This is an optimization exercise on Yosys and OpenROAD, whose aim is small area, a short achievable clock period and few clock cycles per item, not a production implementation.
RTL that was checked went through simulation tests only; none was proved equivalent to the original.

## east
// rafter_level
module rafter_level (
    input  wire        clk,
    input  wire        rst,
    input  wire        in_valid,
    output wire        in_ready,
    input  wire [9:0]  floor_lvl,
    input  wire [9:0]  intensity,
    input  wire [9:0]  wave_min,
    input  wire [9:0]  wave_max,
    input  wire        c0_hit,
    input  wire [9:0]  c0_level,
    input  wire        c1_hit,
    input  wire [9:0]  c1_level,
    input  wire        follow,
    input  wire [15:0] y,
    input  wire [15:0] yage,
    input  wire [15:0] dl_timeout,
    input  wire [9:0]  dl_lo,
    input  wire [9:0]  dl_hi,
    input  wire [9:0]  dl_min,
    input  wire [15:0] ramp_up,
    input  wire [15:0] ramp_down,
    input  wire [9:0]  deadband,
    input  wire [15:0] refresh,
    input  wire        tick,
    input  wire [15:0] l_in,
    input  wire [9:0]  last_sent_in,
    input  wire        c0_active_in,
    input  wire        pending_in,
    input  wire        refresh_only_in,
    input  wire [15:0] refresh_tmr_in,
    output reg         out_valid,
    input  wire        out_ready,
    output wire [15:0] l_out,
    output wire [9:0]  last_sent_out,
    output wire        c0_active_out,
    output wire        pending_out,
    output wire        refresh_only_out,
    output wire [15:0] refresh_tmr_out,
    output wire        released
);
clock: 70.0 ns
lec_check: 0
cap_margin: 20
core_margin: 2
core_utilization: 40
cts_cluster_diameter: 100
cts_cluster_size: 26
slew_margin: 20
run.sh (not shown) runs the stock make flow with config.mk's settings and CLKGATE_MAP_FILE= SYNTH_SCRIPT=/design/flow/synth_recipe.tcl, a recipe that flattens the netlist after the stock synthesis.
Testbench counts of east, summed over its fixed seeds: cycles 19,232, items 19,200.
[inputs] west vs east
--- a/flow/design.v
+++ b/flow/design.v
@@ -441,24 +441,24 @@
         q7_p3 <= q7;
         q6_p3 <= q6;
         q5_p3 <= q5;
         q4_p3 <= q4;
         q3_p3 <= q3;
         rm3_p3 <= rm3;
     end
     wire [12:0] ds2 = add12g({1'b0, rm3_p3, cb2_p3}, {2'b01, nsp_p3}, 1'b1);
     wire [0:0] q2 = ds2[11];
     wire [9:0] rm2 = q2 ? ds2[9:0] : {rm3_p3[8:0], cb2_p3};
-    wire [12:0] ds1 = add12g({1'b0, rm2, cb1_p3}, {2'b01, nsp_p3}, 1'b1);
+    wire [12:0] ds1 = add12({1'b0, rm2, cb1_p3}, {2'b01, nsp_p3}, 1'b1);
     wire [0:0] q1 = ds1[11];
     wire [9:0] rm1 = q1 ? ds1[9:0] : {rm2[8:0], cb1_p3};
-    wire [12:0] ds0 = add12g({1'b0, rm1, cb0_p3}, {2'b01, nsp_p3}, 1'b1);
+    wire [12:0] ds0 = add12({1'b0, rm1, cb0_p3}, {2'b01, nsp_p3}, 1'b1);
     wire [0:0] q0 = ds0[11];
     wire [10:0] ub = add16({6'd0, ls_p3}, {6'd0, db_p3}, 1'b0);
     wire [10:0] lbv = add16({6'd0, ls_p3}, {6'h3f, ~db_p3}, 1'b1);
     wire [9:0] ceiling = ~{q9_p3, q8_p3, q7_p3, q6_p3, q5_p3, q4_p3, q3_p3, q2, q1, q0};
     wire [9:0] target = ge16g({6'd0, pre_p3}, {6'd0, ceiling}) ? ceiling : pre_p3;
     wire [0:0] below = !ge16g({target, 6'd0}, l_lo_p3);
     wire [0:0] above = !ge16g({6'd0, l_hi_p3[15:6]}, {6'd0, target});
     wire [15:0] l_new = below ? l_lo_p3 : above ? l_hi_p3 : {target, 6'd0};
     wire [9:0] lvl = l_new[15:6];
     wire [0:0] fd = ge16g({6'd0, lvl}, {5'd0, ub}) || (!lbv[10] && ge16g({6'd0, lbv[9:0]}, {6'd0, lvl}));
Results
Worst setup slack in west is 42 ps below east.
Signed area change from the synthesized netlist to the final layout was higher in the run labelled west.
Summary of west over east: global-route usage moved up; via count of the first global-routing pass moved up; total of fill cells in the finished design moved up.
More vias were needed by west than by east.
[compare] base=east new=west: clock skew went up by 13 ps; area of the mapped netlist grew by 230 sq um; worst slew margin relative to its limit picked up an extra 8.1 points; total number of multi-input combinational cells shows an increase of about 1.2%.
For west, only the layout was checked, not whether the RTL still works.

--- another note on this design; it stands on its own ---

## rafter_level
module rafter_level (
    input  wire        clk,
    input  wire        rst,
    input  wire        in_valid,
    output wire        in_ready,
    input  wire [9:0]  floor_lvl,
    input  wire [9:0]  intensity,
    input  wire [9:0]  wave_min,
    input  wire [9:0]  wave_max,
    input  wire        c0_hit,
    input  wire [9:0]  c0_level,
    input  wire        c1_hit,
    input  wire [9:0]  c1_level,
    input  wire        follow,
    input  wire [15:0] y,
    input  wire [15:0] yage,
    input  wire [15:0] dl_timeout,
    input  wire [9:0]  dl_lo,
    input  wire [9:0]  dl_hi,
    input  wire [9:0]  dl_min,
    input  wire [15:0] ramp_up,
    input  wire [15:0] ramp_down,
    input  wire [9:0]  deadband,
    input  wire [15:0] refresh,
    input  wire        tick,
    input  wire [15:0] l_in,
    input  wire [9:0]  last_sent_in,
    input  wire        c0_active_in,
    input  wire        pending_in,
    input  wire        refresh_only_in,
    input  wire [15:0] refresh_tmr_in,
    output reg         out_valid,
    input  wire        out_ready,
    output wire [15:0] l_out,
    output wire [9:0]  last_sent_out,
    output wire        c0_active_out,
    output wire        pending_out,
    output wire        refresh_only_out,
    output wire [15:0] refresh_tmr_out,
    output wire        released
);
Settings: LEC_CHECK=0, ABC_AREA=1, CAP_MARGIN=20, CORE_MARGIN=2, CORE_UTILIZATION=40, CTS_CLUSTER_DIAMETER=100, CTS_CLUSTER_SIZE=26, SLEW_MARGIN=20; clock period 70.0 ns.
run.sh (not shown) runs the stock make flow with config.mk's settings and CLKGATE_MAP_FILE= SYNTH_SCRIPT=/design/flow/synth_recipe.tcl, a recipe that flattens the netlist after the stock synthesis.
Testbench counts at the start, summed over its fixed seeds: cycles 19,232, items 19,200.
==> next run, changes <==
==> flow/flow/run.sh (new file) <==
#!/bin/bash
# The standard layout (standard.sh, unchanged synthesis and steps), except that
# buffer_ports puts a sky130_fd_sc_hd__buf_2 on every input and output port instead
# of the delay-cell buffer it picks by default.
set -euo pipefail
export BUFFER_PORTS_ARGS="-buffer_cell sky130_fd_sc_hd__buf_2"
bash standard.sh > flow.log 2>&1
==> flow/standard.sh (new file) <==
#!/bin/bash
# synth_recipe.tcl (not shown) runs the flow's synth.tcl, then flattens the netlist and writes it again
# the make line also repeats each setting of config.mk as NAME=value (left out here)
make -C /OpenROAD-flow-scripts/flow DESIGN_CONFIG=/design/flow/config.mk WORK_HOME=/design/flow/orfs CLKGATE_MAP_FILE= SYNTH_SCRIPT=/design/flow/synth_recipe.tcl "${@:-finish}"
removed: flow/run.sh
Maximum frequency goes up by a few percent.
Wire length goes down slightly.
Global-route usage goes down by 0.18 points.
Critical path depth does not change.
Hold slack gains 0.0074 ns.

re-timing with driven ports:
No port has a modelled driver above. Below, the same layouts with a new extraction and two added sets of constraints.
Step 1 assumes that a clkbuf_16 drives the clock port and a buf_2 every other input.
Step 2 adds t to the input delays and takes it off the output delays; t is the mean of the earliest and latest rising clock arrival at the registers after step 1. Input paths then give back, and output paths get back, about the clock's delay inside the block.
Slacks: ideal / step 1 / step 2; pairs: ideal / step 1.
run | t (ns) | setup WS [ns] | worst setup path at the end | worst data-port slew with drivers (ns)
east | 0.647 | 54.419 / 54.358 / 54.176 | input to register | 0.09
west | 0.685 | 54.377 / 54.312 / 54.328 | input to register | 0.10
the first run of note 2 | 0.651 | 54.439 / 54.378 / 54.260 | input to register | 0.11
the second run of note 2 | 0.665 | 54.806 / 54.743 / 54.857 | input to register | 0.10
After both steps every run listed still meets setup and hold. For east, which loses most, drivers alone change the setup slack by -0.061 ns; drivers and shift together by -0.243 ns.
